Context: an optimization exercise on an open-source flow, tuned for small area. The choices shown serve that exercise and are no tape-out recipe. The RTL was checked by simulation tests, not by an equivalence proof against the original design. No activity file was given, so power comes from the tool's default toggle rates.

==> flow/design.v (outline; a module is shown in full before it is edited, if it fits) <==
// module bq_term: 15 lines
// module bq_mul: 1545 lines
// module bq_fa: 4 lines
// module bq_ha: 4 lines
// module bq_add64: 254 lines
// module bq_add67: 262 lines
// module lf_biquad: 83 lines
module lf_biquad (
    input  wire        clk,
    input  wire        rst,
    input  wire        in_valid,
    output wire        in_ready,
    input  wire [31:0] in_x,
    input  wire        in_clear,
    input  wire        in_bypass,
    input  wire [31:0] b0_m,
    input  wire [5:0]  b0_e,
    input  wire [31:0] b1_m,
    input  wire [5:0]  b1_e,
    input  wire [31:0] b2_m,
    input  wire [5:0]  b2_e,
    input  wire [31:0] a1_m,
    input  wire [5:0]  a1_e,
    input  wire [31:0] a2_m,
    input  wire [5:0]  a2_e,
    output reg         out_valid,
    output wire [31:0] out_y,
    output reg         out_sat
);
  // ...
==> flow/run.sh <==
#!/bin/bash
# synth_recipe.tcl (not shown) runs the flow's synth.tcl, then flattens the netlist and writes it again
# the make line also repeats each setting of config.mk as NAME=value (left out here)
make -C /OpenROAD-flow-scripts/flow DESIGN_CONFIG=/design/flow/config.mk WORK_HOME=/design/flow/orfs CLKGATE_MAP_FILE= SYNTH_SCRIPT=/design/flow/synth_recipe.tcl finish
==> flow/config.mk <==
export PLATFORM = sky130hd
export DESIGN_NAME = lf_biquad
export DESIGN_NICKNAME = lf_biquad
export VERILOG_FILES = /design/flow/design.v
export SDC_FILE = /design/flow/constraint.sdc
export NUM_CORES = 4
export LEC_CHECK = 0
export ABC_AREA = 1
export CAP_MARGIN = 20
export CORE_MARGIN = 2
export CORE_UTILIZATION = 40
export SLEW_MARGIN = 20
==> flow/constraint.sdc <==
create_clock -name core_clock -period 27.0 [get_ports {clk}]
set_input_delay 5.4000 -clock core_clock [delete_from_list [all_inputs] [get_ports {clk}]]
set_output_delay 5.4000 -clock core_clock [all_outputs]
set_load 0.01 [all_outputs]
==> run_results.csv, run 1 <==
group,metric,value,unit
cells_and_area,design_area,46800,µm²
yosys,synth-main-ff-cell,"dfxtp_1",
power_and_ir_drop,intPower,1712,µW
power_and_ir_drop,p_comb,3400,µW
status,status,"no timing/DRC/antenna violations",
drt,vias,42650,
global_routing,gr-total-overflow,0,
cts,post_cts_resized,0,
die,core_area,103900,µm²
cells_and_area,final_common_cell,"nand2_1",
cells_and_area,inv_count,858,
cells_and_area,dominant_cells,"multi-input gates",
yosys,ys_warn_count,1,
placed_design,numPlacedInstances,7306,
cells_and_area,clock_area_share,1.711,%
global_routing,gr-usage-met1,40.21,%
die,taps,1380,
die,ios,262,
cells_and_area,fin_nets,6839,
worst_setup_path,reg2reg_setup_slack,9.58,ns
drt,routedWlPerCell,23.05,µm
cells_and_area,buffer_area_share,7.603,%
worst_setup_path,critPathRequiredTime,27.45,ns
worst_setup_path,path_class,"in2reg",
global_routing,first_global_vias,41900,
power_and_ir_drop,p_clk,338,µW
power_and_ir_drop,p_clk_share,8.2,%
placed_design,dp_hpwl,118100,µm
cts,cts_hold_buf,0,
yosys,syn_area,42080,µm²
cells_and_area,nMultiInputCombCells,4476,
die,rows,118,
cells_and_area,regMostFlops,"acc",
worst_setup_path,cp_top_family,"simple AND/OR/NAND/NOR gates",
sta,hold_viol,0,
global_routing,grt_use_met3,7.689,%
==> run 2: changes to the inputs <==
==> flow/flow/run.sh (new file) <==
#!/bin/bash
# Standard layout, with two changes:
#  - synthesis runs Yosys's synth with -noabc as well (no early abc -fast before
#    full-adder extraction, so adders keep their polarity); everything else in
#    synth_recipe.tcl is unchanged, so the registers are the standard ones;
#  - ports are buffered with sky130_fd_sc_hd__buf_1.
set -euo pipefail
W=$(pwd)
sed 's/synth -nofsm -noshare/synth -nofsm -noshare -noabc/' synth_recipe.tcl > my_synth.tcl
sed "s#synth_recipe.tcl#my_synth.tcl#g" standard.sh > my_standard.sh
grep -q my_synth.tcl my_standard.sh
export BUFFER_PORTS_ARGS="-buffer_cell sky130_fd_sc_hd__buf_1"
bash my_standard.sh finish > flow_make.log 2>&1
test -f out/final.def
==> flow/standard.sh (new file) <==
#!/bin/bash
# synth_recipe.tcl (not shown) runs the flow's synth.tcl, then flattens the netlist and writes it again
# the make line also repeats each setting of config.mk as NAME=value (left out here)
make -C /OpenROAD-flow-scripts/flow DESIGN_CONFIG=/design/flow/config.mk WORK_HOME=/design/flow/orfs CLKGATE_MAP_FILE= SYNTH_SCRIPT=/design/flow/synth_recipe.tcl "${@:-finish}"
removed: flow/run.sh
==> run_results.csv, run 2 <==
group,metric,value,unit
drt,met1_length,65330,µm
status,status,"no timing/DRC/antenna violations",
worst_setup_path,critPathRequiredTime,27.43,ns
cts,post_cts_resized,0,
sta,finalSetupViolations,0,
worst_setup_path,critPathCaptureType,"flip-flop",
yosys,synth-main-ff-cell,"dfxtp_1",
yosys,synth_seq_area_share,10.14,%
cells_and_area,final_cell_mix,"nand2_1, xor2_1, nand3_1",
yosys,yosysTopAreaCellShare,24.15,%
cts,cts_max_level,1,
power_and_ir_drop,p_sw,3772,µW
power_and_ir_drop,intPower,2374,µW
yosys,ys_warn_count,1,
worst_setup_path,crit_top_cell,"nand2_1",
placed_design,preCtsSetupSlack,5.874,ns
yosys,yosysTopAreaCell,"fa_1",
cts,cts_buffer_depth,3,
cts,post-cts-setup-buffers,0,
cells_and_area,final_common_cell,"nand2_1",
cts,cts_hold_buf,0,
sta,setup_tns,0,ns
worst_setup_path,arrival,21.15,ns
placed_design,dp_hpwl,113100,µm
sta,timing.final.ws_setup,6.278,ns
power_and_ir_drop,max-vdd-ir-drop,0.1454,mV
sta,relSlewSlack,27.89,%
yosys,syn_area,40370,µm²
yosys,yosysMostFrequentCell,"nand2_1",
cts,clock_latency,0.56,ns
die,die_h,321.7,µm
power_and_ir_drop,combPwrFrac,87.7,%
die,die_x,321.7,µm
run,maxCapViolCount,0,
global_routing,grt_usage,31.22,%
drt,drtAntennaViolNets,0,
worst_setup_path,crit_path_top_delay_cell,"a221oi_4",
drt,vias,41180,
cts,clk_pin_slew,0.06,ns
sta,tightest_slew,1.082,ns
drt,drtPass1Iterations,6,
sta,hold_viol,0,
global_routing,grt_max_degree,87,
cts,cts_sinks,204,
drt,drt-total-wl,165700,µm
yosys,synth_area_leaders,"fa_1, xor2_1, nand2_1",
power_and_ir_drop,swShare,61.37,%
cells_and_area,regMostFlops,"acc",
die,rows,116,
cells_and_area,largest_reg_flops,67,
global_routing,gr-total-overflow,0,
drt,drtIter0Drc,5073,
power_and_ir_drop,finalPower,6145,µW
worst_setup_path,slowest_delay,0.75,ns
global_routing,antenna_found_initial,4,
worst_setup_path,cp_max_fo,63,
cells_and_area,layout-drive-gt1-share,5.599,%
yosys,syn_inst,5420,
cts,cts-root-buf,"clkbuf_16",
drt,routedWlPerCell,24.88,µm
cells_and_area,fin_nets,6242,
sta,slew_violations,0,
sta,period_needed,20.72,ns
drt,route.detailed.drc,0,
worst_setup_path,path_class,"in2reg",
sta,finalCritPeriodShare,76.75,%
yosys,synth-edff-count,1,
drt,wl_met3,18030,µm
cts,cts_buffers,25,
sta,fmax,48.26,MHz
cells_and_area,area_delta_synth_final,7.330,%
global_routing,grt_pass1_wl,248200,µm
sta,rsz0062_at_grt,"no",
yosys,ys_ff_latch,204,
power_and_ir_drop,powerDensity,141.8,nW/µm²
power_and_ir_drop,p_leak,0.02213,µW
global_routing,first_global_vias,39490,
power_and_ir_drop,p_clk_share,5.6,%
die,fp.dieArea,103500,µm²
placed_design,io_buffer_count,261,
yosys,ys_top_cells_by_count,"nand2_1, xor2_1, nand3_1",
hold_path,hold_path_class,"reg2reg",
yosys,synth_fp_nets,6323,
sta,fin_worst_skew,0.02212,ns
yosys,avgSynthCellArea,7.448,µm²
placed_design,finalWeightedCongestion,0.9830,
cts,cts_tree,"done",
worst_setup_path,cp-start-kind,"primary input",
power_and_ir_drop,p_seq_share,6.6,%
drt,avgViaCountPerCell,6.184,
drt,highest_layer,"met5",
yosys,ys_types,58,
drt,wl_met2,73080,µm
die,ios,262,
die,start_util,40.37,%
yosys,async_flop_share,0,%
die,core_area,100000,µm²
[run 2: layer usage]
metal / global-route usage (%) / vias to the layer above
met5: 0 / -
met4: 14.75 / 2
met3: 7.552 / 546
met2: 48.41 / 2621
met1: 40.83 / 19790
li1: - / 18220
[run 2: worst paths after layout]
path / from / to / slack, ns / cells after the start
worst min register to register: x2[23] / x2[23] / 0.47 / 2
worst min-delay path: x2[23] / x2[23] / 0.47 / 2
worst max-delay path: in_clear / acc[63] / 6.28 / 73
worst max register to register: p1 / acc[63] / 9.30 / 78
[run 2: through the flow]
step,instances,area [µm²],hold WS [ns],util (%)
6_report,6659,43330,0.4655,43.33
4_1_cts,6656,43320,0.4648,43.32
2_1_floorplan,5420,40370,0.4454,-
3_5_place_dp,6610,42470,0.4558,42.47
3_3_place_gp,6610,42470,0.4522,42.47
5_1_grt,6658,43330,0.4795,43.32
[run 2: layout make-up]
cell class              instances  area (µm²)
diodes                          3       7.507
clock buffers                  37       730.7
clock inverters                 9       116.4
fillers                     10250       56670
inverters                     371        1395
multi-input cells            4353       33450
flip-flops and latches        204        4104
well taps                    1298        1624
repair buffers                384        1904
[run 2: worst max-delay path, delay by kind of cell]
family                   cells  cell delay, ns
AO/OA/AOI/OAI               10            2.42
XOR/XNOR                     2            0.34
AND/OR/NAND/NOR             42            4.90
buffers and inverters        9            3.30
adder cells (fa/ha/maj)     10            4.70
[run 2: cell families (layout without fill, tap and decap cells)]
| group | Yosys count | count (layout) | synth area share [%] |
|---|---|---|---|
| mux | 13 | 13 | 0.3223 |
| flops | 204 | 204 | 10.14 |
| other cells | 0 | 3 | 0 |
| compound gates | 1103 | 1103 | 16.75 |
| buf+inv | 863 | 801 | 8.579 |
| simple gates | 1979 | 1979 | 21.57 |
| fa+ha+maj | 676 | 676 | 30.01 |
| xor+xnor | 582 | 582 | 12.63 |
[run 2: power groups by stage]
stage               clock, µW  sequential [µW]  combinational (µW)
floorplan                   0              403                3600
global placement            0              413                5220
detailed placement          0              414                5240
CTS                       352              408                5300
global route              366              414                5980
finish                    346              408                5390
==> module lf_biquad, before the edit <==
module lf_biquad (
    input  wire        clk,
    input  wire        rst,
    input  wire        in_valid,
    output wire        in_ready,
    input  wire [31:0] in_x,
    input  wire        in_clear,
    input  wire        in_bypass,
    input  wire [31:0] b0_m,
    input  wire [5:0]  b0_e,
    input  wire [31:0] b1_m,
    input  wire [5:0]  b1_e,
    input  wire [31:0] b2_m,
    input  wire [5:0]  b2_e,
    input  wire [31:0] a1_m,
    input  wire [5:0]  a1_e,
    input  wire [31:0] a2_m,
    input  wire [5:0]  a2_e,
    output reg         out_valid,
    output wire [31:0] out_y,
    output reg         out_sat
);
    reg  [31:0] x1, x2, y1, y2;
    reg  [66:0] acc;
    reg         p0, p1, p2, p3, p4, p5;    
    reg         byp;
    wire idle   = ~(p0 | p1 | p2 | p3 | p4 | p5);
    assign in_ready = idle;
    wire accept = in_valid & idle;
    wire        sel_b2 = idle & ~in_clear;
    wire [31:0] v = ({32{idle | p0}} & x2) | ({32{p1}} & x1) |
                    ({32{p2}} & y1) | ({32{p3}} & y2);
    wire [31:0] m = ({32{sel_b2}} & b2_m) | ({32{p0}} & b1_m) | ({32{p1}} & b0_m) |
                    ({32{p2}} & a1_m) | ({32{p3}} & a2_m);
    wire [5:0]  e = p0 ? b1_e : p1 ? b0_e : p2 ? a1_e : p3 ? a2_e : b2_e;
    wire        neg = p2 | p3;
    wire signed [63:0] t;
    bq_term u_term (.m(m), .v(v), .e(e), .t(t));
    wire [66:0] t_ext = {{3{t[63]}}, t} ^ {67{neg}};
    wire [66:0] opb   = t_ext | {37'd0, {30{p4}}};
    wire [66:0] base  = idle ? 67'd0 : acc;
    wire        cin   = neg | (p4 & acc[31]);
    wire [66:0] sum;
    bq_add67 u_acc (.a(base), .b(opb), .cin(cin), .s(sum));
    wire               pos_ovf = ~acc[66] & (|acc[65:62]);
    wire               neg_ovf =  acc[66] & ~(&acc[65:62]);
    wire        [31:0] y_filt  = pos_ovf ? 32'h7fff_ffff :
                                 neg_ovf ? 32'h8000_0000 : acc[62:31];
    wire        [31:0] y_new   = byp ? x1 : y_filt;
    wire               sat_new = ~byp & (pos_ovf | neg_ovf);
    assign out_y = y1;
    always @(posedge clk) begin
        acc <= sum;
        if (rst) begin
            x1 <= 32'd0; x2 <= 32'd0; y1 <= 32'd0; y2 <= 32'd0;
            p0 <= 1'b0; p1 <= 1'b0; p2 <= 1'b0; p3 <= 1'b0; p4 <= 1'b0; p5 <= 1'b0;
            out_valid <= 1'b0;
            out_sat   <= 1'b0;
        end else begin
            p0 <= accept;
            p1 <= p0;
            p2 <= p1;
            p3 <= p2;
            p4 <= p3;
            p5 <= p4;
            out_valid <= p5;
            if (accept) begin
                byp <= in_bypass;
                x1  <= in_x;
                x2  <= in_clear ? 32'd0 : x1;
                if (in_clear) begin
                    y1 <= 32'd0;
                    y2 <= 32'd0;
                end
            end
            if (p5) begin
                y1      <= y_new;
                y2      <= y1;
                out_sat <= sat_new;
            end
        end
    end
endmodule
==> run 3: changes to the inputs <==
--- a/flow/design.v
+++ b/flow/design.v
@@ -2113,8 +2113,13 @@
     wire accept = in_valid & idle;
-    wire        sel_b2 = idle & ~in_clear;
+    wire        sel_b2 = idle & ~in_clear & ~in_bypass;
+    wire        sel_b1 = p0 & ~byp;
+    wire        sel_b0 = p1 & ~byp;
+    wire        sel_a1 = p2 & ~byp;
+    wire        sel_a2 = p3 & ~byp;
+    wire        sel_one = p1 & byp;
     wire [31:0] v = ({32{idle | p0}} & x2) | ({32{p1}} & x1) |
                     ({32{p2}} & y1) | ({32{p3}} & y2);
-    wire [31:0] m = ({32{sel_b2}} & b2_m) | ({32{p0}} & b1_m) | ({32{p1}} & b0_m) |
-                    ({32{p2}} & a1_m) | ({32{p3}} & a2_m);
-    wire [5:0]  e = p0 ? b1_e : p1 ? b0_e : p2 ? a1_e : p3 ? a2_e : b2_e;
+    wire [31:0] m = ({32{sel_b2}} & b2_m) | ({32{sel_b1}} & b1_m) | ({32{sel_b0}} & b0_m) |
+                    ({32{sel_a1}} & a1_m) | ({32{sel_a2}} & a2_m) | {1'b0, sel_one, 30'd0};
+    wire [5:0]  e = sel_one ? 6'd1 : p0 ? b1_e : p1 ? b0_e : p2 ? a1_e : p3 ? a2_e : b2_e;
     wire        neg = p2 | p3;
@@ -2132,4 +2137,4 @@
                                  neg_ovf ? 32'h8000_0000 : acc[62:31];
-    wire        [31:0] y_new   = byp ? x1 : y_filt;
-    wire               sat_new = ~byp & (pos_ovf | neg_ovf);
+    wire        [31:0] y_new   = y_filt;
+    wire               sat_new = pos_ovf | neg_ovf;
     assign out_y = y1;
==> flow/flow/run.sh (replaced) <==
#!/bin/bash
# Standard layout, with these changes to how it is made:
#  - synthesis runs Yosys's synth with -noabc as well (no early abc -fast before
#    full-adder extraction, so adders keep their polarity);
#  - the final ABC mapping uses flow/abc_area_nf.script (&nf area-oriented
#    mapping) instead of ORFS's abc_area.script;
#    everything else in synth_recipe.tcl is unchanged, so the registers are the
#    standard ones;
#  - ports are buffered with sky130_fd_sc_hd__buf_1.
set -euo pipefail
W=$(pwd)
ABC="$W/flow/abc_area_nf.script"
sed "s#log_cmd abc {\*}\$abc_args#log_cmd abc {*}[lreplace \$abc_args 1 1 $ABC]#" \
    "$FLOW_HOME/scripts/synth.tcl" > my_orfs_synth.tcl
grep -q "abc_area_nf.script" my_orfs_synth.tcl
sed "s#synth -nofsm -noshare#synth -nofsm -noshare -noabc#; s#source \$::env(SCRIPTS_DIR)/synth.tcl#source $W/my_orfs_synth.tcl#" \
    synth_recipe.tcl > my_synth.tcl
grep -q "my_orfs_synth.tcl" my_synth.tcl
sed "s#synth_recipe.tcl#my_synth.tcl#g" standard.sh > my_standard.sh
grep -q my_synth.tcl my_standard.sh
export BUFFER_PORTS_ARGS="-buffer_cell sky130_fd_sc_hd__buf_1"
bash my_standard.sh finish > flow_make.log 2>&1
test -f out/final.def
==> flow/flow/abc_area_nf.script (new file) <==
strash
&get -n
&dch -f
&nf -R 1000
&put
topo
stime -c
buffer -c
upsize -c
dnsize -c
==> run_results.csv, run 3 <==
group,metric,value,unit
status,status,"no timing/DRC/antenna violations",
cells_and_area,fillCellCount,9156,
yosys,synth_area_leaders,"fa_1, xnor2_1, dfxtp_1",
worst_setup_path,critPathRequiredTime,27.40,ns
cells_and_area,seqCellArea,4096,µm²
cts,clock_latency,0.52,ns
cts,post-cts-setup-buffers,0,
worst_setup_path,slowest_delay,0.59,ns
cells_and_area,final_common_cell,"xnor2_1",
sta,finalSetupViolations,0,
global_routing,antenna_found_initial,2,
drt,drtIter0Drc,4092,
cts,cts-root-buf,"clkbuf_16",
cts,cts_buffer_depth,3,
sta,rsz0062_at_grt,"no",
sta,fin_worst_skew,0.01259,ns
die,core_area,91800,µm²
power_and_ir_drop,powerDensity,84.28,nW/µm²
placed_design,dp_hpwl,99080,µm
power_and_ir_drop,max-vdd-ir-drop,0.07584,mV
yosys,async_flop_share,0,%
drt,avgViaCountPerCell,6.217,
worst_setup_path,cp_max_fo,34,
yosys,yosysTopAreaCell,"fa_1",
yosys,synth_fp_nets,5273,
yosys,synth-edff-count,1,
sta,timing.final.ws_setup,5.096,ns
yosys,synth-main-ff-cell,"dfxtp_1",
global_routing,gr-total-overflow,0,
yosys,syn_inst,4370,
drt,vias,34810,
yosys,ys_types,62,
cells_and_area,antenna_cells,0,
yosys,syn_area,37090,µm²
yosys,yosysMostFrequentCell,"xnor2_1",
sta,fmax,45.65,MHz
cts,clk_pin_slew,0.06,ns
hold_path,hold_path_class,"reg2reg",
sta,period_needed,21.90,ns
cts,post_cts_resized,0,
sta,hold_viol,0,
cts,cts_hold_buf,0,
yosys,ys_ff_latch,204,
sta,tightest_slew,1.145,ns
sta,setup_tns,0,ns
global_routing,first_global_vias,34230,
drt,routedWlPerCell,25.13,µm
cells_and_area,layout-drive-gt1-share,7.438,%
cts,cts_sinks,204,
drt,drtPass1Iterations,8,
sta,slew_violations,0,
drt,route.detailed.drc,0,
cts,cts_tree,"done",
die,start_util,40.40,%
drt,drt-total-wl,140700,µm
global_routing,grt_pass1_wl,210700,µm
yosys,ys_warn_count,1,
yosys,yosysTopAreaCellShare,26.29,%
die,fp.dieArea,95170,µm²
cts,cts_max_level,1,
sta,whs,0.4486,ns
sta,relSlewSlack,23.54,%
sta,finalCritPeriodShare,81.13,%
placed_design,finalWeightedCongestion,0.9690,
die,die_x,308.5,µm
drt,drtAntennaViolNets,0,
placed_design,preCtsSetupSlack,4.866,ns
power_and_ir_drop,finalPower,3377,µW
die,die_h,308.5,µm
cells_and_area,fin_nets,5244,
worst_setup_path,crit_path_top_delay_cell,"fa_1",
cells_and_area,finalNonFillerCells,5599,
worst_setup_path,critPathCaptureType,"flip-flop",
yosys,avgSynthCellArea,8.486,µm²
cts,cts_buffers,21,
power_and_ir_drop,p_leak,0.01624,µW
worst_setup_path,cp-start-kind,"primary input",
cells_and_area,regMostFlops,"acc",
global_routing,grt_max_degree,125,
run,maxCapViolCount,0,
yosys,synth_seq_area_share,11.04,%
worst_setup_path,arrival,22.31,ns
global_routing,grt_usage,28.84,%
placed_design,io_buffer_count,261,
cells_and_area,multi_input_area,31380,µm²
worst_setup_path,path_class,"in2reg",
cells_and_area,final_cell_mix,"xnor2_1, o22ai_1, fa_1",
die,ios,262,
placed_design,numPlacedInstances,5559,
cells_and_area,largest_reg_flops,67,
worst_setup_path,crit_top_cell,"fa_1",
cells_and_area,area_delta_synth_final,8.033,%
yosys,ys_top_cells_by_count,"xnor2_1, o22ai_1, fa_1",
die,rows,111,
[run 3: cells by family (layout without fill, tap and decap cells)]
kind of cell               Yosys count  count (layout)  synth area share [%]
AOI/OAI and AO/OA                 1267            1267                 21.14
and+or+nand+nor                    908             908                 10.81
adders and majority gates          676             676                 32.67
xor gates and xnor gates           648             648                 15.30
buffers and inverters              551             537                 5.847
DFF                                204             204                 11.04
muxes                              116             116                 3.195
[run 3: path summary, 6_finish.rpt]
check	from	endpoint	slack [ns]	depth (start not counted)
worst max-delay path	in_clear	acc[63]	5.10	79
worst min-delay path	x2[22]	x2[22]	0.45	2
worst max register to register	p2	acc[63]	7.83	82
worst min register to register	x2[22]	x2[22]	0.45	2
[run 3: through the flow]
stage	utilization (%)	area (µm²)
floorplan	-	37090
global placement	42.86	39350
detailed placement	42.86	39350
CTS	43.59	40020
global route	43.64	40060
finish	43.64	40060
[run 3: worst max-delay path: cells and delay by family]
kind	cells	cell delay, ns
buf+inv	7	1.85
simple gates	30	3.48
compound gates	28	5.95
fa+ha+maj	11	5.02
xor+xnor	3	0.48
[run 3: per-layer routing]
metal / GRT usage (%) / wire length [µm] / vias up
met2: 44.41 / 61520 / 2214
met1: 39.06 / 57650 / 17020
met4: 10.83 / 5917 / 0
li1: - / - / 15200
met3: 7.016 / 15640 / 378
met5: 0 / 0 / -
[run 3: power by group]
part | total (µW) | internal (µW) | switching, µW
Clock | 292 | 161 | 131
Sequential | 409 | 372 | 37.2
Combinational | 2680 | 959 | 1720
Total | 3380 | 1490 | 1880
[run 3: final cells by class]
cell class                 count  share of cell area (%)
timing repair buffer         382                   4.803
inverter                     117                   1.096
multi-input combinational   3615                   78.32
clock buffer                  32                   1.565
tap                         1243                   3.882
clock inverter                 6                  0.1093
sequential                   204                   10.22
==> run 4: changes to the inputs <==
--- a/flow/config.mk
+++ b/flow/config.mk
@@ -8,5 +8,6 @@
 export ABC_AREA = 1
-export CAP_MARGIN = 20
+export CAP_MARGIN = 0
 export CORE_MARGIN = 2
 export CORE_UTILIZATION = 40
-export SLEW_MARGIN = 20
+export CTS_BUF_LIST = sky130_fd_sc_hd__clkbuf_4 sky130_fd_sc_hd__clkbuf_8
+export SLEW_MARGIN = 0
==> run_results.csv, run 4 <==
group,metric,value,unit
status,status,"no timing/DRC/antenna violations",
yosys,synth_area_leaders,"fa_1, xnor2_1, dfxtp_1",
power_and_ir_drop,p_leak,0.01625,µW
yosys,yosysMostFrequentCell,"xnor2_1",
cts,cts_buffers,34,
die,rows,111,
sta,hold_viol,0,
cts,clock_latency,0.56,ns
placed_design,preCtsSetupSlack,4.866,ns
die,core_area,91800,µm²
cells_and_area,regMostFlops,"acc",
cts,clk_pin_slew,0.07,ns
global_routing,grt_pass1_wl,211300,µm
worst_setup_path,arrival,22.26,ns
yosys,avgSynthCellArea,8.486,µm²
worst_setup_path,crit_path_top_delay_cell,"fa_1",
drt,drtPass1Iterations,9,
global_routing,gr-total-overflow,0,
sta,fin_worst_skew,0.04306,ns
yosys,synth-edff-count,1,
cells_and_area,fin_nets,5255,
hold_path,hold_path_class,"reg2reg",
sta,whs,0.4499,ns
drt,avgViaCountPerCell,6.189,
worst_setup_path,r2r-start,"p2",
drt,vias,34760,
sta,tightest_slew,1.215,ns
sta,timing.final.ws_setup,5.172,ns
worst_setup_path,critPathRequiredTime,27.43,ns
yosys,synth-main-ff-cell,"dfxtp_1",
cells_and_area,post-route-util,43.61,%
cts,cts_sinks,204,
worst_setup_path,path_class,"in2reg",
sta,rsz0062_at_grt,"no",
drt,routedWlPerCell,25.13,µm
worst_setup_path,cp-start-kind,"primary input",
cells_and_area,final_common_cell,"xnor2_1",
sta,finalSetupViolations,0,
global_routing,grt_usage,28.96,%
global_routing,first_global_vias,34360,
sta,finalCritPeriodShare,80.84,%
sta,period_needed,21.83,ns
cells_and_area,area_delta_synth_final,7.952,%
worst_setup_path,critPathCaptureType,"flip-flop",
power_and_ir_drop,powerDensity,84.43,nW/µm²
cts,cts-root-buf,"clkbuf_8",
yosys,ys_types,62,
cts,cts_buffer_depth,3,
cells_and_area,layout-drive-gt1-share,7.891,%
die,ios,262,
drt,drt-total-wl,141200,µm
worst_setup_path,reg2reg_to,"acc[63]",
sta,setup_tns,0,ns
die,die_x,308.5,µm
cts,cts_hold_buf,0,
placed_design,io_buffer_count,261,
cells_and_area,fillCellCount,9162,
global_routing,grt_max_degree,125,
yosys,synth_fp_nets,5273,
yosys,async_flop_share,0,%
yosys,syn_area,37090,µm²
yosys,ys_warn_count,1,
worst_setup_path,crit_path_end,"acc[63]",
power_and_ir_drop,max-vdd-ir-drop,0.07996,mV
placed_design,dp_hpwl,99080,µm
worst_setup_path,cp_max_fo,34,
drt,route.detailed.drc,0,
cells_and_area,final_cell_mix,"xnor2_1, o22ai_1, fa_1",
cts,cts_max_level,2,
sta,slew_violations,0,
yosys,yosysTopAreaCellShare,26.29,%
cts,post_cts_resized,0,
worst_setup_path,reg2reg_setup_slack,7.92,ns
yosys,ys_top_cells_by_count,"xnor2_1, o22ai_1, fa_1",
yosys,yosysTopAreaCell,"fa_1",
drt,drtAntennaViolNets,0,
die,start_util,40.40,%
worst_setup_path,cp-startpoint,"in_clear",
worst_setup_path,slowest_delay,0.59,ns
yosys,syn_inst,4370,
cts,post-cts-setup-buffers,0,
cells_and_area,largest_reg_flops,67,
sta,relSlewSlack,18.82,%
placed_design,finalWeightedCongestion,0.9690,
cts,cts_tree,"done",
global_routing,antenna_found_initial,4,
yosys,synth_seq_area_share,11.04,%
worst_setup_path,crit_top_cell,"fa_1",
die,die_h,308.5,µm
drt,drtIter0Drc,4312,
worst_setup_path,ff2ff_path_depth,82,
sta,fmax,45.81,MHz
run,maxCapViolCount,0,
yosys,ys_ff_latch,204,
die,fp.dieArea,95170,µm²
## run 4: changes by cell type in the layout (fill, tap and decap cells not counted), moves of 2 or more
cell and change:
clkbuf_8 +32, clkbuf_16 -21, clkbuf_4 +7, clkbuf_1 -5, clkinv_2 +3, diode_2 +2
## run 4: worst min path at each step
| stage | from | slack (ns) | cells past startpoint | end |
|---|---|---|---|---|
| 2_1_floorplan | x2[31] | 0.43 | 2 | x2[31] |
| 3_3_place_gp | x2[4] | 0.44 | 2 | x2[4] |
| 3_5_place_dp | x2[26] | 0.44 | 2 | x2[26] |
| 4_1_cts | x2[26] | 0.45 | 2 | x2[26] |
| 5_1_grt | x2[20] | 0.47 | 2 | x2[20] |
| 6_report | x2[6] | 0.45 | 2 | x2[6] |
## run 4: cell families after synthesis
group | share of synthesized area, %
AOI/OAI and AO/OA | 21.14
muxes | 3.195
buffers and inverters | 5.847
and+or+nand+nor | 10.81
DFF | 11.04
xor gates and xnor gates | 15.30
adders and majority gates | 32.67
## run 4: worst max-delay path, delay by kind of cell
family,cells,cell delay [ns]
buffers and inverters,7,1.86
AOI/OAI and AO/OA,28,5.91
and+or+nand+nor,30,3.45
adders and majority gates,11,5.03
xor gates and xnor gates,3,0.48
## run 4: through the flow
stage | std cells | total power (µW) | instance area, µm²
detailed placement | 5559 | 3005 | 39350
CTS | 5615 | 3311 | 40030
finish | 5617 | 3380 | 40030
floorplan | 4370 | 2224 | 37090
global route | 5616 | 3661 | 40030
global placement | 5559 | 2984 | 39350
## run 4: layout make-up
cell class | instances | area [µm²] | area share, %
Antenna cell | 2 | 5.005 | 0.01250
Tap cell | 1243 | 1555 | 3.885
Clock buffer | 45 | 575.6 | 1.438
Timing Repair Buffer | 380 | 1877 | 4.688
Clock inverter | 11 | 107.6 | 0.2688
Sequential cell | 204 | 4096 | 10.23
Multi-Input combinational cell | 3615 | 31380 | 78.38
Inverter | 117 | 439.2 | 1.097
## run 4: routing by layer
| layer | vias to the layer above | track usage [%] | wire [µm] |
|---|---|---|---|
| met3 | 359 | 7.071 | 15590 |
| met1 | 17030 | 39.17 | 57830 |
| met5 | - | 0 | 0 |
| met2 | 2158 | 44.40 | 61790 |
| li1 | 15210 | - | - |
| met4 | 0 | 11.31 | 5971 |
## run 4: power by group
group          leakage [µW]  switching, µW  internal, µW
Combinational        0.0142           1720           959
Clock              0.000361            140           151
Sequential          0.00168           37.5           372
Total                0.0162           1900          1480
==> run 5: changes to the inputs <==
--- a/flow/flow/run.sh
+++ b/flow/flow/run.sh
@@ -4,4 +4,4 @@
 #    full-adder extraction, so adders keep their polarity);
-#  - the final ABC mapping uses flow/abc_area_nf.script (&nf area-oriented
-#    mapping) instead of ORFS's abc_area.script;
+#  - the final ABC mapping uses flow/abc_area_map.script (amap area-oriented
+#    mapping, then gate sizing, no buffering) instead of ORFS's abc_area.script;
 #    everything else in synth_recipe.tcl is unchanged, so the registers are the
@@ -11,6 +11,6 @@
 W=$(pwd)
-ABC="$W/flow/abc_area_nf.script"
+ABC="$W/flow/abc_area_map.script"
 sed "s#log_cmd abc {\*}\$abc_args#log_cmd abc {*}[lreplace \$abc_args 1 1 $ABC]#" \
     "$FLOW_HOME/scripts/synth.tcl" > my_orfs_synth.tcl
-grep -q "abc_area_nf.script" my_orfs_synth.tcl
+grep -q "abc_area_map.script" my_orfs_synth.tcl
 sed "s#synth -nofsm -noshare#synth -nofsm -noshare -noabc#; s#source \$::env(SCRIPTS_DIR)/synth.tcl#source $W/my_orfs_synth.tcl#" \
==> flow/flow/abc_area_map.script (new file) <==
strash
dch -f
amap -F 40 -A 40
topo
stime -c
upsize -c
dnsize -c
removed: flow/flow/abc_area_nf.script
==> run_results.csv, run 5 <==
group,metric,value,unit
yosys,synth_area_leaders,"fa_1, dfxtp_1, o22ai_1",
hold_path,hold_path_class,"reg2reg",
hold_path,min_path_cells,2,
global_routing,grt_usage,32.62,%
placed_design,io_buffer_count,261,
yosys,synth_compound_area_share,38.40,%
cts,cts_tree,"done",
drt,drt-total-wl,149800,µm
sta,fmax,41.15,MHz
cells_and_area,final_cell_mix,"o22ai_1, o21ai_0, nand2_1",
power_and_ir_drop,swShare,56.14,%
yosys,syn_area,34950,µm²
worst_setup_path,crit_path_top_delay_cell,"nor2_1",
worst_setup_path,crit_top_cell,"nand3_1",
power_and_ir_drop,p_sw,2503,µW
cts,post_cts_resized,0,
yosys,synth_mux_area_share,0,%
yosys,ys_top_cells_by_count,"o21ai_0, o22ai_1, nand2_1",
worst_setup_path,r2r-start,"p3",
yosys,ys_warn_count,1,
sta,relSlewSlack,14.19,%
yosys,yosys.area_share.simple,11.73,%
sta,finalSetupViolations,0,
yosys,synth_top_family_by_area,"compound AO/OA/AOI/OAI gates",
power_and_ir_drop,combPwrFrac,84.5,%
sta,tightest_slew,1.287,ns
sta,period_needed,24.30,ns
drt,drtIter0Drc,4314,
power_and_ir_drop,intPower,1956,µW
drt,avgViaCountPerCell,6.473,
yosys,avgSynthCellArea,8.252,µm²
global_routing,grt_max_degree,85,
yosys,async_flop_share,0,%
cells_and_area,antenna_cells,0,
sta,finalCritPeriodShare,90.00,%
drt,drtPass1Iterations,10,
cts,clock_latency,0.63,ns
cts,cts_sinks,204,
worst_setup_path,slowest_delay,0.96,ns
die,ios,262,
yosys,synth-edff-count,1,
yosys,ys_types,60,
worst_setup_path,critPathCaptureType,"flip-flop",
sta,setup_tns,0,ns
cts,cts_hold_buf,0,
worst_setup_path,cp_max_fo,32,
status,status,"no timing/DRC/antenna violations",
cells_and_area,layout-drive-gt1-share,5.817,%
die,rows,108,
drt,vias,37640,
sta,fin_worst_skew,0.02486,ns
worst_setup_path,cp-startpoint,"in_clear",
die,die_x,299.6,µm
cts,cts_buffers,31,
global_routing,grt_pass1_wl,225700,µm
yosys,yosysTopAreaCellShare,27.89,%
cts,cts_max_level,1,
cells_and_area,fillCellCount,8579,
global_routing,first_global_vias,36210,
yosys,syn_inst,4236,
sta,hold_viol,0,
power_and_ir_drop,p_clk_share,6.6,%
worst_setup_path,arrival,24.80,ns
worst_setup_path,ff2ff_path_depth,86,
die,die_h,299.6,µm
cts,cts-root-buf,"clkbuf_8",
worst_setup_path,cp-start-kind,"primary input",
yosys,ys_ff_latch,204,
power_and_ir_drop,p_leak,0.01497,µW
power_and_ir_drop,powerDensity,113.1,nW/µm²
cells_and_area,largest_reg_flops,67,
power_and_ir_drop,max-vdd-ir-drop,0.1160,mV
sta,timing.final.ws_setup,2.701,ns
cts,cts_buffer_depth,3,
cells_and_area,final_common_cell,"o22ai_1",
yosys,synth-main-ff-cell,"dfxtp_1",
placed_design,preCtsSetupSlack,2.436,ns
worst_setup_path,critPathRequiredTime,27.51,ns
global_routing,gr-total-overflow,0,
worst_setup_path,path_class,"in2reg",
drt,drtAntennaViolNets,0,
cells_and_area,regMostFlops,"acc",
cts,clk_pin_slew,0.07,ns
global_routing,antenna_found_initial,0,
sta,rsz0062_at_grt,"no",
yosys,yosysTopAreaCell,"fa_1",
die,fp.dieArea,89770,µm²
yosys,synth_fp_nets,5139,
die,start_util,40.36,%
drt,routedWlPerCell,25.76,µm
cts,post-cts-setup-buffers,0,
placed_design,dp_hpwl,103500,µm
run,maxCapViolCount,0,
power_and_ir_drop,p_seq_share,8.9,%
cells_and_area,area_delta_synth_final,12.75,%
placed_design,finalWeightedCongestion,1.003,
sta,slew_violations,0,
die,core_area,86620,µm²
yosys,synthAdderAreaFrac,34.66,%
hold_path,hold_path.startpoint,"y2[0]",
sta,whs,0.4675,ns
yosys,yosysMostFrequentCell,"o21ai_0",
cells_and_area,design_area,39410,µm²
cells_and_area,fin_nets,5537,
yosys,synth_xor_area_share,0,%
placed_design,placed_area,38690,µm²
drt,route.detailed.drc,0,
yosys,synth_seq_area_share,11.71,%
-- run 5: changes by cell type in the layout (fill, tap and decap cells not counted), sizes merged, moves of 39 or more --
| cell | delta |
|---|---|
| a21oi | -129 |
| a31oi | +39 |
| and2 | -66 |
| clkinv | +248 |
| inv | -63 |
| mux2i | -97 |
| nand2 | +140 |
| nor2b | +40 |
| o21ai | +479 |
| o221a | +56 |
| o22a | +215 |
| o22ai | +56 |
| o32ai | +49 |
| xnor2 | -614 |
-- run 5: power by group through the flow --
stage	logic, µW	clock network, µW	registers [µW]
detailed placement	3610	0	400
finish	3770	296	396
global placement	3600	0	400
global route	4040	316	402
CTS	3640	305	395
floorplan	2430	0	394
-- run 5: path summary, 6_finish.rpt --
| path | end | slack, ns |
|---|---|---|
| hold reg to reg | y2[0] | 0.47 |
| hold / removal | y2[0] | 0.47 |
| setup reg to reg | acc[63] | 3.90 |
| setup / recovery | acc[63] | 2.70 |
-- run 5: final cells by class --
type                    count  area, µm²  area share [%]
multi-input cells        3725      30150           76.51
flip-flops and latches    204       4099           10.40
repair buffers            366       1772           4.495
well taps                1155       1445           3.667
inverters                 306       1220           3.095
clock buffers              47      603.1           1.530
clock inverters            11      120.1          0.3048
-- run 5: routing by layer --
layer  share of wire, %  track usage (%)  up-vias
met2                 45            51.64     2218
met3                 10            6.414      412
li1                   -                -    17240
met4                5.1            14.75        0
met1                 40            43.14    17770
met5                  0                0        -
-- run 5: kinds of logic after synthesis --
family | Yosys count
buffers and inverters | 307
AO/OA/AOI/OAI | 2068
adder cells (fa/ha/maj) | 676
flip-flops | 204
AND/OR/NAND/NOR | 981
-- run 5: stage by stage --
stage,total power (µW),utilization [%],instances
6_report,4459,45.50,5814
4_1_cts,4338,45.50,5814
2_1_floorplan,2827,-,4236
5_1_grt,4762,45.50,5814
3_3_place_gp,4002,44.67,5756
3_5_place_dp,4012,44.67,5756
-- run 5: critical path: cells and delay by family --
| family | cells | cell delay [ns] |
|---|---|---|
| AOI/OAI and AO/OA | 30 | 7.24 |
| adders and majority gates | 11 | 4.85 |
| buffers and inverters | 10 | 1.87 |
| and+or+nand+nor | 30 | 5.39 |
==> run 6: changes to the inputs <==
--- a/flow/config.mk
+++ b/flow/config.mk
@@ -10,4 +10,5 @@
 export CORE_MARGIN = 2
-export CORE_UTILIZATION = 40
+export CORE_UTILIZATION = 55
 export CTS_BUF_LIST = sky130_fd_sc_hd__clkbuf_4 sky130_fd_sc_hd__clkbuf_8
+export GPL_TIMING_DRIVEN = 0
 export SLEW_MARGIN = 0
==> run_results.csv, run 6 <==
group,metric,value,unit
worst_setup_path,path_class,"in2reg",
status,so_faults,"max-capacitance violations, max-slew violations",
cells_and_area,largest_reg_flops,67,
yosys,ys_warn_count,1,
worst_setup_path,critPathCaptureType,"flip-flop",
drt,vias,38980,
cts,cts_tree,"done",
cts,cts_buffer_depth,3,
power_and_ir_drop,p_sw,2506,µW
worst_setup_path,arrival,26.11,ns
cells_and_area,regMostFlops,"acc",
global_routing,grt_max_degree,85,
sta,fin_worst_skew,0.03370,ns
power_and_ir_drop,combPwrFrac,84.5,%
drt,routedWlPerCell,27.23,µm
cts,clk_pin_slew,0.07,ns
worst_setup_path,crit_path_top_delay_cell,"nor2_1",
power_and_ir_drop,p_leak,0.01518,µW
die,die_x,256.1,µm
power_and_ir_drop,p_clk_share,6.6,%
drt,drtIter0Drc,6239,
power_and_ir_drop,p_seq_share,9.0,%
sta,slew_violations,7,
status,status,"failed layout checks",
power_and_ir_drop,max-vdd-ir-drop,0.1289,mV
yosys,syn_area,34950,µm²
yosys,syn_inst,4236,
cells_and_area,fillCellCount,5611,
run,maxCapViolCount,1,
cells_and_area,area_delta_synth_final,13.38,%
cells_and_area,final_common_cell,"o22ai_1",
cells_and_area,multi_input_area,30190,µm²
drt,drt-total-wl,148800,µm
yosys,yosysTopAreaCell,"fa_1",
drt,drtPass1Iterations,14,
cts,cts_sinks,204,
global_routing,antenna_found_initial,1,
global_routing,first_global_vias,36990,
global_routing,grt_usage,44.16,%
sta,tightest_slew,1.657,ns
die,ios,262,
placed_design,dp_hpwl,100700,µm
sta,finalSetupViolations,0,
cts,cts_hold_buf,0,
power_and_ir_drop,powerDensity,112.5,nW/µm²
die,fp.dieArea,65590,µm²
sta,finalCritPeriodShare,94.95,%
yosys,ys_ff_latch,204,
die,die_h,256.1,µm
yosys,avgSynthCellArea,8.252,µm²
cells_and_area,fin_nets,5497,
cells_and_area,final_cell_mix,"o22ai_1, o21ai_0, nand2_1",
yosys,ys_top_cells_by_count,"o21ai_0, o22ai_1, nand2_1",
sta,relSlewSlack,-10.44,%
global_routing,grt_pass1_wl,224500,µm
placed_design,placed_area,38800,µm²
drt,drtAntennaViolNets,0,
yosys,synth_area_leaders,"fa_1, dfxtp_1, o22ai_1",
cts,clock_latency,0.62,ns
yosys,ys_types,60,
worst_setup_path,cp_max_fo,63,
sta,fmax,39.01,MHz
yosys,synth_fp_nets,5139,
cts,cts_max_level,1,
worst_setup_path,critPathRequiredTime,27.47,ns
yosys,yosysMostFrequentCell,"o21ai_0",
cts,cts_buffers,30,
yosys,async_flop_share,0,%
yosys,synth-main-ff-cell,"dfxtp_1",
worst_setup_path,slowest_delay,0.89,ns
power_and_ir_drop,swShare,56.20,%
cells_and_area,design_area,39630,µm²
power_and_ir_drop,intPower,1953,µW
drt,route.detailed.drc,0,
sta,rsz0062_at_grt,"no",
sta,hold_viol,0,
worst_setup_path,cp-start-kind,"primary input",
die,core_area,62970,µm²
global_routing,gr-total-overflow,0,
cells_and_area,layout-drive-gt1-share,5.199,%
yosys,synth_seq_area_share,11.71,%
hold_path,hold_path_class,"reg2reg",
drt,avgViaCountPerCell,7.136,
yosys,synth-edff-count,1,
die,rows,92,
cells_and_area,seqCellArea,4100,µm²
placed_design,io_buffer_count,261,
placed_design,finalWeightedCongestion,0.9802,
sta,whs,0.4679,ns
yosys,yosysTopAreaCellShare,27.89,%
die,start_util,55.51,%
cts,cts-root-buf,"clkbuf_8",
sta,period_needed,25.64,ns
-- run 6: worst max-delay path, delay by kind of cell --
| kind | cells | cell delay, ns |
|---|---|---|
| AOI/OAI and AO/OA | 29 | 8.67 |
| adders and majority gates | 11 | 4.78 |
| buffers and inverters | 9 | 1.54 |
| and+or+nand+nor | 30 | 5.62 |
-- run 6: power groups by stage --
| stage | Sequential, µW | Clock, µW | Combinational, µW |
|---|---|---|---|
| 5_1_grt | 405 | 309 | 4050 |
| 2_1_floorplan | 394 | 0 | 2430 |
| 6_report | 400 | 294 | 3770 |
| 3_3_place_gp | 403 | 0 | 3520 |
| 4_1_cts | 399 | 295 | 3620 |
| 3_5_place_dp | 404 | 0 | 3600 |
-- run 6: per-stage QoR --
| step | cells | power [µW] | setup WS [ns] | setup TNS [ns] | utilization (%) |
|---|---|---|---|---|---|
| floorplan | 4236 | 2827 | 4.752 | 0 | - |
| global placement | 5343 | 3922 | -1.934 | -36.48 | 58.75 |
| detailed placement | 5403 | 4009 | 1.390 | 0 | 61.62 |
| CTS | 5457 | 4315 | 1.888 | 0 | 62.72 |
| global route | 5463 | 4760 | 0.1907 | 0 | 62.94 |
| finish | 5463 | 4459 | 1.363 | 0 | 62.94 |
-- run 6: worst paths after layout --
kind / to / cells after the start / slack, ns / from
setup / recovery: acc[62] / 79 / 1.36 / in_clear
hold / removal: y2[6] / 2 / 0.47 / y2[6]
setup reg to reg: acc[62] / 83 / 1.73 / p2
hold reg to reg: y2[6] / 2 / 0.47 / y2[6]
-- run 6: what timing repair did --
action / 4_1_cts / 5_1_grt
setup endpoints to repair: 0 / 1
setup buffers: 0 / 0
gates resized for setup: 0 / 1
hold endpoints to repair: 0 / 0
-- run 6: cell families (layout without fill, tap and decap cells) --
| logic type | count (synthesis) | after routing | synth area share, % |
|---|---|---|---|
| compound gates | 2068 | 2068 | 38.40 |
| fa+ha+maj | 676 | 676 | 34.66 |
| buf+inv | 307 | 687 | 3.497 |
| flops | 204 | 204 | 11.71 |
| other cells | 0 | 1 | 0 |
| simple gates | 981 | 981 | 11.73 |
-- run 6: area by class of cell --
| class | count | share of cell area, % |
|---|---|---|
| clock inverter | 10 | 0.2904 |
| buffer | 1 | 0.009471 |
| sequential | 204 | 10.35 |
| tap | 846 | 2.671 |
| clock buffer | 44 | 1.465 |
| multi-input combinational | 3725 | 76.17 |
| timing repair buffer | 326 | 5.935 |
| inverter | 306 | 3.103 |
| antenna | 1 | 0.006314 |
-- run 6: routing by layer --
layer	global-route usage [%]	vias up	routed length (µm)
met5	0	-	0
met4	20.29	0	8121
met3	12.94	631	20710
met2	64.92	2971	62490
met1	59.97	18200	57430
li1	-	17180	-
==> run 7: changes to the inputs <==
--- a/flow/config.mk
+++ b/flow/config.mk
@@ -10,3 +10,3 @@
 export CORE_MARGIN = 2
-export CORE_UTILIZATION = 55
+export CORE_UTILIZATION = 40
 export CTS_BUF_LIST = sky130_fd_sc_hd__clkbuf_4 sky130_fd_sc_hd__clkbuf_8
==> run_results.csv, run 7 <==
group,metric,value,unit
cells_and_area,final_common_cell,"o22ai_1",
drt,vias,37480,
hold_path,holdPathEnd,"y2[24]",
drt,avgViaCountPerCell,6.493,
yosys,ys_types,60,
cells_and_area,area_delta_synth_final,14.76,%
power_and_ir_drop,p_leak,0.01522,µW
cells_and_area,largest_reg_flops,67,
die,fp.dieArea,89770,µm²
worst_setup_path,crit_path_top_delay_cell,"a31oi_4",
global_routing,gr-total-overflow,0,
status,so_faults,"max-capacitance violations, max-slew violations",
drt,drtAntennaViolNets,0,
cts,cts_buffer_depth,3,
cts,cts_buffers,30,
power_and_ir_drop,swShare,55.82,%
cts,cts_sinks,204,
cts,clk_pin_slew,0.07,ns
power_and_ir_drop,combPwrFrac,84.6,%
cells_and_area,final_cell_mix,"o22ai_1, o21ai_0, nand2_1",
cells_and_area,design_area,40110,µm²
global_routing,grt_usage,31.99,%
yosys,synth_area_leaders,"fa_1, dfxtp_1, o22ai_1",
yosys,ys_top_cells_by_count,"o21ai_0, o22ai_1, nand2_1",
sta,tightest_slew,1.532,ns
hold_path,min_path_cells,2,
sta,finalSetupViolations,0,
cts,clock_latency,0.62,ns
yosys,synth-edff-count,1,
worst_setup_path,reg2reg_to,"acc[62]",
sta,finalCritPeriodShare,95.30,%
placed_design,dp_hpwl,104100,µm
power_and_ir_drop,p_seq_share,8.8,%
status,status,"failed layout checks",
placed_design,io_buffer_count,261,
worst_setup_path,arrival,26.22,ns
placed_design,placed_area,39370,µm²
drt,drt-total-wl,147400,µm
worst_setup_path,ff2ff_path_depth,88,
power_and_ir_drop,intPower,1972,µW
cts,post-cts-setup-buffers,0,
yosys,avgSynthCellArea,8.252,µm²
sta,hold_viol,0,
power_and_ir_drop,powerDensity,111.3,nW/µm²
drt,drtIter0Drc,4382,
yosys,synth-main-ff-cell,"dfxtp_1",
cts,cts_tree,"done",
power_and_ir_drop,max-vdd-ir-drop,0.09457,mV
yosys,syn_area,34950,µm²
sta,relSlewSlack,-2.843,%
placed_design,finalWeightedCongestion,0.9505,
sta,fmax,38.86,MHz
cells_and_area,fin_nets,5501,
sta,period_needed,25.73,ns
cts,cts_max_level,1,
worst_setup_path,reg2reg_setup_slack,2.13,ns
worst_setup_path,cp-start-kind,"primary input",
die,ios,262,
hold_path,hold_path.startpoint,"y2[24]",
die,die_h,299.6,µm
yosys,ys_warn_count,1,
sta,whs,0.4648,ns
cts,cts-root-buf,"clkbuf_8",
sta,fin_worst_skew,0.01316,ns
global_routing,antenna_found_initial,3,
drt,route.detailed.drc,0,
placed_design,numPlacedInstances,5719,
hold_path,hold_path_class,"reg2reg",
worst_setup_path,cp_max_fo,63,
yosys,synth_fp_nets,5139,
yosys,syn_inst,4236,
sta,slew_violations,10,
worst_setup_path,slowest_delay,0.84,ns
cells_and_area,finalNonFillerCells,5773,
yosys,yosysTopAreaCell,"fa_1",
die,rows,108,
drt,drtPass1Iterations,8,
cells_and_area,layout-drive-gt1-share,5.198,%
global_routing,grt_pass1_wl,221700,µm
sta,rsz0062_at_grt,"no",
worst_setup_path,critPathRequiredTime,27.49,ns
worst_setup_path,r2r-start,"p2",
drt,routedWlPerCell,25.54,µm
die,die_x,299.6,µm
yosys,yosysMostFrequentCell,"o21ai_0",
die,core_area,86620,µm²
power_and_ir_drop,p_sw,2492,µW
cts,cts_hold_buf,0,
cells_and_area,regMostFlops,"acc",
run,maxCapViolCount,1,
worst_setup_path,critPathCaptureType,"flip-flop",
yosys,ys_ff_latch,204,
yosys,async_flop_share,0,%
yosys,synth_seq_area_share,11.71,%
yosys,yosysTopAreaCellShare,27.89,%
die,start_util,40.36,%
power_and_ir_drop,p_clk_share,6.6,%
global_routing,grt_max_degree,85,
worst_setup_path,path_class,"in2reg",
global_routing,first_global_vias,35970,
[run 7: critical path, delay by kind of cell]
kind                       cells  cell delay, ns
and+or+nand+nor               31            4.98
buffers and inverters          9            2.31
adders and majority gates     10            4.63
AOI/OAI and AO/OA             30            8.82
[run 7: cells by family (layout without fill, tap and decap cells)]
group                    after synthesis  in the layout  share of synthesized area [%]
AO/OA/AOI/OAI                       2068           2068                          38.40
adder cells (fa/ha/maj)              676            676                          34.66
buffers and inverters                307            688                          3.497
flip-flops                           204            204                          11.71
other                                  0              1                              0
AND/OR/NAND/NOR                      981            981                          11.73
[run 7: final cells by class]
| type | count | area, µm² |
|---|---|---|
| buffer | 1 | 3.754 |
| antenna | 1 | 2.502 |
| multi-input combinational | 3725 | 30200 |
| clock inverter | 10 | 165.2 |
| sequential | 204 | 4100 |
| timing repair buffer | 330 | 2445 |
| fill | 8474 | 46500 |
| clock buffer | 41 | 526.8 |
| inverter | 306 | 1229 |
| tap | 1155 | 1445 |
[run 7: timing repair]
action	4_1_cts	5_1_grt
resized for setup	0	2
endpoints found under the setup margin	0	2
hold endpoints to repair	0	0
[run 7: worst max-delay path by stage]
| stage | endpoint | slack [ns] | start |
|---|---|---|---|
| floorplan | acc[63] | 4.75 | in_clear |
| global placement | acc[62] | -2.63 | in_bypass |
| detailed placement | acc[62] | 1.12 | in_clear |
| CTS | acc[62] | 1.65 | in_clear |
| global route | acc[62] | 0.11 | in_clear |
| finish | acc[62] | 1.27 | in_bypass |
[run 7: power by group through the flow]
stage          sequential (µW)  combinational (µW)  clock (µW)
2_1_floorplan              394                2430           0
3_3_place_gp               400                3540           0
3_5_place_dp               401                3610           0
4_1_cts                    395                3640         302
5_1_grt                    401                4060         311
6_report                   395                3770         295
[run 7: metrics by stage]
step | power [µW] | util, % | TNS [ns] | worst slack (ns)
floorplan | 2827 | - | 0 | 4.752
global placement | 3938 | 43.15 | -61.83 | -2.626
detailed placement | 4015 | 45.45 | 0 | 1.118
CTS | 4336 | 46.25 | 0 | 1.647
global route | 4772 | 46.31 | 0 | 0.1117
finish | 4464 | 46.31 | 0 | 1.268
[run 7: routing by layer]
| layer | vias to the layer above | wire (µm) | global-route usage, % | part of all wire (%) |
|---|---|---|---|---|
| met5 | - | 55 | 0 | 0.037 |
| met2 | 2101 | 66750 | 51.47 | 45 |
| li1 | 17190 | - | - | - |
| met4 | 8 | 7215 | 14.13 | 4.9 |
| met3 | 431 | 15360 | 7.494 | 10 |
| met1 | 17750 | 58060 | 40.98 | 39 |
==> run 8: changes to the inputs <==
--- a/flow/config.mk
+++ b/flow/config.mk
@@ -8,3 +8,3 @@
 export ABC_AREA = 1
-export CAP_MARGIN = 0
+export CAP_MARGIN = 20
 export CORE_MARGIN = 2
@@ -13,2 +13,2 @@
 export GPL_TIMING_DRIVEN = 0
-export SLEW_MARGIN = 0
+export SLEW_MARGIN = 20
==> run_results.csv, run 8 <==
group,metric,value,unit
status,status,"no timing/DRC/antenna violations",
die,ios,262,
cts,cts_sinks,204,
worst_setup_path,arrival,26.03,ns
worst_setup_path,path_buf_inv,11,
power_and_ir_drop,swShare,55.87,%
sta,hold_viol,0,
yosys,synth_compound_area_share,38.40,%
die,die_x,299.6,µm
sta,setup_tns,0,ns
yosys,synth-edff-count,1,
cells_and_area,area_delta_synth_final,15.97,%
power_and_ir_drop,p_seq_share,9.0,%
yosys,synthAdderAreaFrac,34.66,%
power_and_ir_drop,p_leak,0.01542,µW
die,core_area,86620,µm²
drt,vias,37600,
cts,post_cts_resized,0,
cts,clock_latency,0.61,ns
drt,avgViaCountPerCell,6.494,
yosys,synth_seq_area_share,11.71,%
yosys,yosysTopAreaCell,"fa_1",
worst_setup_path,critPathRequiredTime,27.49,ns
yosys,synth_top_family_by_area,"compound AO/OA/AOI/OAI gates",
worst_setup_path,cp-start-kind,"primary input",
sta,relSlewSlack,21.50,%
yosys,async_flop_share,0,%
global_routing,gr-total-overflow,0,
cts,clk_pin_slew,0.07,ns
cells_and_area,largest_reg_flops,67,
die,fp.dieArea,89770,µm²
power_and_ir_drop,intPower,1954,µW
worst_setup_path,critPathCaptureType,"flip-flop",
yosys,yosys.area_share.simple,11.73,%
cells_and_area,fillCellCount,8418,
cells_and_area,fin_nets,5521,
power_and_ir_drop,p_sw,2474,µW
global_routing,first_global_vias,36350,
sta,period_needed,25.53,ns
sta,slew_violations,0,
cts,cts_tree,"done",
global_routing,grt_pass1_wl,222200,µm
cells_and_area,final_cell_mix,"o22ai_1, o21ai_0, nand2_1",
yosys,ys_types,60,
global_routing,antenna_found_initial,0,
power_and_ir_drop,finalPower,4428,µW
yosys,ys_ff_latch,204,
power_and_ir_drop,max-vdd-ir-drop,0.1056,mV
hold_path,hold_path_class,"reg2reg",
yosys,synth-main-ff-cell,"dfxtp_1",
placed_design,io_buffer_count,261,
sta,tightest_slew,1.170,ns
cts,cts_buffers,31,
yosys,synth_mux_area_share,0,%
cells_and_area,layout-drive-gt1-share,6.019,%
drt,drt-total-wl,146900,µm
yosys,yosysMostFrequentCell,"o21ai_0",
power_and_ir_drop,powerDensity,109.2,nW/µm²
yosys,synth_fp_nets,5139,
placed_design,finalWeightedCongestion,0.9505,
worst_setup_path,cp_top_family,"compound AO/OA/AOI/OAI gates",
power_and_ir_drop,combPwrFrac,85.0,%
cells_and_area,antenna_cells,0,
sta,finalCritPeriodShare,94.57,%
cts,cts-root-buf,"clkbuf_8",
sta,finalSetupViolations,0,
cells_and_area,design_area,40540,µm²
yosys,syn_inst,4236,
worst_setup_path,crit_path_top_delay_cell,"a31oi_4",
cells_and_area,regMostFlops,"acc",
cts,cts_max_level,1,
die,die_h,299.6,µm
cts,cts_buffer_depth,3,
yosys,ys_top_cells_by_count,"o21ai_0, o22ai_1, nand2_1",
sta,whs,0.4652,ns
global_routing,grt_usage,32.00,%
drt,drtAntennaViolNets,0,
cts,cts_hold_buf,0,
cells_and_area,final_common_cell,"o22ai_1",
sta,rsz0062_at_grt,"no",
placed_design,dp_hpwl,104100,µm
cts,post-cts-setup-buffers,0,
drt,route.detailed.drc,0,
drt,drtIter0Drc,4167,
worst_setup_path,slowest_delay,0.68,ns
worst_setup_path,cp_max_fo,63,
yosys,avgSynthCellArea,8.252,µm²
run,maxCapViolCount,0,
worst_setup_path,path_class,"in2reg",
sta,fmax,39.16,MHz
power_and_ir_drop,p_clk_share,6.0,%
drt,routedWlPerCell,25.37,µm
placed_design,placed_area,39880,µm²
yosys,syn_area,34950,µm²
drt,drtPass1Iterations,8,
die,rows,108,
sta,fin_worst_skew,0.01087,ns
yosys,synth_area_leaders,"fa_1, dfxtp_1, o22ai_1",
yosys,synth_xor_area_share,0,%
global_routing,grt_max_degree,85,
yosys,yosysTopAreaCellShare,27.89,%
yosys,ys_warn_count,1,
die,start_util,40.36,%
==> run 8: final timing paths <==
| check | start | endpoint | slack [ns] | cells after the start |
|---|---|---|---|---|
| worst max register to register | p2 | acc[62] | 1.88 | 87 |
| worst min-delay path | y2[24] | y2[24] | 0.47 | 2 |
| worst max-delay path | in_clear | acc[62] | 1.47 | 83 |
| worst min register to register | y2[24] | y2[24] | 0.47 | 2 |
==> run 8: final cells by class <==
class / instances / area (µm²) / share of cell area [%]
multi-input cells: 3725 / 30240 / 74.60
flip-flops and latches: 204 / 4104 / 10.12
repair buffers: 349 / 2864 / 7.065
well taps: 1155 / 1445 / 3.565
inverters: 306 / 1259 / 3.105
clock buffers: 43 / 554.3 / 1.367
clock inverters: 7 / 66.31 / 0.1636
plain buffers: 1 / 3.754 / 0.009260
==> run 8: kinds of logic (layout without fill, tap and decap cells) <==
family | Yosys count | after routing
AO/OA/AOI/OAI | 2068 | 2068
flip-flops | 204 | 204
buffers and inverters | 307 | 706
adder cells (fa/ha/maj) | 676 | 676
AND/OR/NAND/NOR | 981 | 981
==> run 8: worst min-delay path, cell delays in order (launching register included) <==
cell and delay [ns]:
dfxtp_1 0.30, clkinv_1 0.04, o32ai_1 0.07
==> run 8: power groups by stage <==
stage | logic (µW) | registers [µW] | clock network (µW)
after floorplan | 2430 | 394 | 0
after global placement | 3540 | 400 | 0
after detailed placement | 3620 | 402 | 0
after CTS | 3650 | 397 | 273
after global routing | 4070 | 403 | 285
final | 3770 | 397 | 265
==> run 8: metal layers <==
metal	routed length, µm	vias to the layer above	GRT usage, %
met2	66550	2045	51.08
met4	7327	0	14.81
met1	58310	17890	40.86
met5	0	-	0
li1	-	17230	-
met3	14730	434	7.842
==> run 8: per-stage QoR <==
stage / util, % / setup slack, ns / instances
floorplan: - / 4.752 / 4236
global placement: 43.15 / -2.626 / 5652
detailed placement: 46.04 / 1.327 / 5739
CTS: 46.76 / 1.883 / 5789
global route: 46.80 / 0.1919 / 5790
finish: 46.80 / 1.466 / 5790
==> run 9: changes to the inputs <==
--- a/flow/flow/run.sh
+++ b/flow/flow/run.sh
@@ -5,3 +5,3 @@
 #  - the final ABC mapping uses flow/abc_area_map.script (amap area-oriented
-#    mapping, then gate sizing, no buffering) instead of ORFS's abc_area.script;
+#    mapping, then buffering and sizing) instead of ORFS's abc_area.script;
 #    everything else in synth_recipe.tcl is unchanged, so the registers are the
==> flow/flow/abc_area_map.script (replaced) <==
strash
dch -f
amap -F 40 -A 40
topo
stime -c
buffer -c
upsize -c
dnsize -c
--- a/flow/config.mk
+++ b/flow/config.mk
@@ -11,4 +11,2 @@
 export CORE_UTILIZATION = 40
-export CTS_BUF_LIST = sky130_fd_sc_hd__clkbuf_4 sky130_fd_sc_hd__clkbuf_8
-export GPL_TIMING_DRIVEN = 0
 export SLEW_MARGIN = 20
==> run_results.csv, run 9 <==
group,metric,value,unit
status,status,"no timing/DRC/antenna violations",
drt,drtAntennaViolNets,0,
sta,tightest_slew,1.212,ns
yosys,syn_area,36760,µm²
worst_setup_path,path_buf_inv,10,
sta,relSlewSlack,18.36,%
yosys,synth-main-ff-cell,"dfxtp_1",
yosys,yosysMostFrequentCell,"o21ai_0",
yosys,yosysTopAreaCell,"fa_1",
placed_design,numPlacedInstances,5823,
cts,cts_tree,"done",
yosys,ys_types,60,
cells_and_area,finalNonFillerCells,5858,
run,maxCapViolCount,0,
yosys,ys_ff_latch,204,
power_and_ir_drop,max-vdd-ir-drop,0.1021,mV
cts,post_cts_resized,0,
die,ios,262,
die,fp.dieArea,94350,µm²
placed_design,io_buffer_count,261,
sta,hold_viol,0,
sta,slew_violations,0,
sta,setup_tns,0,ns
cts,cts_buffer_depth,3,
drt,drtPass1Iterations,7,
worst_setup_path,crit_path_top_delay_cell,"a31oi_4",
drt,drtIter0Drc,4637,
worst_setup_path,critPathRequiredTime,27.41,ns
worst_setup_path,cp-start-kind,"primary input",
cts,clk_pin_slew,0.07,ns
sta,finalSetupViolations,0,
yosys,avgSynthCellArea,7.768,µm²
yosys,syn_inst,4733,
global_routing,grt_pass1_wl,229100,µm
yosys,yosysTopAreaCellShare,26.52,%
sta,fmax,42.35,MHz
drt,route.detailed.drc,0,
sta,timing.final.ws_setup,3.386,ns
cts,cts_hold_buf,0,
cts,cts_sinks,204,
die,die_x,307.2,µm
power_and_ir_drop,p_leak,0.01569,µW
yosys,synth_area_leaders,"fa_1, dfxtp_1, o22ai_1",
drt,avgViaCountPerCell,6.443,
worst_setup_path,crit_top_cell,"nand3_1",
worst_setup_path,slowest_delay,0.79,ns
drt,vias,37740,
cells_and_area,post-route-util,43.40,%
yosys,ys_warn_count,1,
die,die_h,307.2,µm
die,rows,111,
sta,rsz0062_at_grt,"no",
worst_setup_path,cp_top_family,"compound AO/OA/AOI/OAI gates",
placed_design,preCtsSetupSlack,2.858,ns
die,start_util,40.23,%
sta,finalCritPeriodShare,87.46,%
global_routing,gr-total-overflow,0,
placed_design,dp_hpwl,113200,µm
global_routing,grt_usage,31.94,%
drt,drt-total-wl,154700,µm
yosys,ys_top_cells_by_count,"o21ai_0, o22ai_1, nand2_1",
cells_and_area,area_delta_synth_final,7.869,%
hold_path,hold_path_class,"reg2reg",
global_routing,grt_max_degree,88,
global_routing,first_global_vias,35830,
worst_setup_path,path_class,"in2reg",
worst_setup_path,critPathCaptureType,"flip-flop",
die,core_area,91390,µm²
global_routing,antenna_found_initial,1,
yosys,synth_fp_nets,5636,
cells_and_area,final_common_cell,"o21ai_0",
cells_and_area,fin_nets,5562,
cells_and_area,largest_reg_flops,67,
cts,cts-root-buf,"clkbuf_16",
cts,cts_max_level,1,
worst_setup_path,arrival,24.02,ns
sta,whs,0.4777,ns
yosys,async_flop_share,0,%
worst_setup_path,cp_max_fo,32,
cts,cts_buffers,20,
sta,period_needed,23.61,ns
cts,post-cts-setup-buffers,0,
cells_and_area,regMostFlops,"acc",
power_and_ir_drop,powerDensity,112.7,nW/µm²
cts,clock_latency,0.54,ns
cells_and_area,final_cell_mix,"o21ai_0, o22ai_1, nand2_1",
drt,routedWlPerCell,26.41,µm
yosys,synth_seq_area_share,11.14,%
yosys,synth-edff-count,1,
placed_design,finalWeightedCongestion,0.9763,
sta,fin_worst_skew,0.02274,ns
cells_and_area,layout-drive-gt1-share,7.386,%
==> run 9: changes by cell type after synthesis, sizes merged <==
cell	previous run	this run
buf	1	52
bufinv	2	0
clkbuf	0	446
clkinv	258	6
inv	46	300
==> run 9: per-stage QoR <==
stage / area (µm²) / total power [µW]
floorplan: 36760 / 2859
global placement: 38940 / 4035
detailed placement: 38960 / 4050
CTS: 39640 / 4374
global route: 39660 / 4786
finish: 39660 / 4469
==> run 9: layer usage <==
| layer | vias to the layer above | routed length (µm) | GRT usage [%] |
|---|---|---|---|
| met3 | 344 | 18520 | 9.683 |
| met1 | 17940 | 60550 | 41.02 |
| li1 | 17230 | - | - |
| met2 | 2219 | 68620 | 50.02 |
| met4 | 0 | 7049 | 12.93 |
| met5 | - | 0 | 0 |
==> run 9: cell families after synthesis <==
logic type | share of synthesized area, %
buffers and inverters | 8.311
flip-flops | 11.14
adder cells (fa/ha/maj) | 32.95
AO/OA/AOI/OAI | 36.63
AND/OR/NAND/NOR | 10.97
==> run 9: worst paths after layout <==
path              to  slack, ns  cells after the start     start
max          acc[55]       3.39                     84  in_clear
min           y2[28]       0.48                      2    y2[28]
max reg2reg  acc[55]       5.09                     88        p3
min reg2reg   y2[28]       0.48                      2    y2[28]
==> run 9: layout make-up <==
cell class,instances,area (µm²)
Clock inverter,5,88.84
Timing Repair Buffer,402,2067
Clock buffer,29,594.3
Inverter,306,1150
Tap cell,1186,1484
Sequential cell,204,4099
Multi-Input combinational cell,3725,30170
Fill cell,9211,51730
Antenna cell,1,2.502
==> run 9: report_power, final <==
group	internal (µW)	leakage, µW	switching [µW]
logic	1420	0.0137	2350
registers	372	0.00168	25.1
clock network	172	0.000332	132
total	1960	0.0157	2510
==> run 9: tightest hold or removal path, delay by kind of cell (launching register included) <==
family	cells	cell delay [ns]
flops	1	0.30
buf+inv	1	0.05
compound gates	1	0.08

afterwards: timing with drivers on the ports:
The flow's constraints put no driver on any port. The routed layouts listed below were extracted and timed again, unchanged, in two steps. Step 1 (the two cells are an assumption about what drives the block):
set clk [get_ports {clk}]
set_driving_cell -lib_cell sky130_fd_sc_hd__clkbuf_16 $clk
set_driving_cell -lib_cell sky130_fd_sc_hd__buf_2 [delete_from_list [all_inputs] $clk]
Step 2, shift: input delay + t, output delay - t, t = (earliest + latest rising clock arrival at the registers) / 2. This alone moves slack from input paths to output paths. a / b / c = ideal / step 1 / step 2; a / b = the first two.
| run | shift t [ns] | setup WS [ns] | worst setup path after step 2 | worst slew at a driven data input, ns | pins driven straight from the clock port |
|---|---|---|---|---|---|
| run 1 | 0.604 | 6.193 / 6.227 / 5.623 | input to register | 0.07 | 1 |
| run 2 | 0.624 | 6.278 / 6.331 / 5.707 | input to register | 0.09 | 1 |
| run 3 | 0.568 | 5.096 / 5.123 / 4.556 | input to register | 0.07 | 1 |
| run 4 | 0.596 | 5.172 / 5.202 / 4.606 | input to register | 0.06 | 1 |
| run 5 | 0.665 | 2.701 / 2.729 / 2.065 | input to register | 0.09 | 1 |
| run 6 | 0.659 | 1.363 / 1.391 / 0.732 | input to register | 0.08 | 1 |
| run 7 | 0.659 | 1.268 / 1.292 / 0.633 | input to register | 0.04 | 1 |
| run 8 | 0.655 | 1.466 / 1.492 / 0.837 | input to register | 0.05 | 1 |
| run 9 | 0.585 | 3.386 / 3.416 / 2.830 | input to register | 0.09 | 1 |
The setup slack of run 5, which loses most, moves by +0.028 ns with the drivers and by -0.636 ns with both steps.
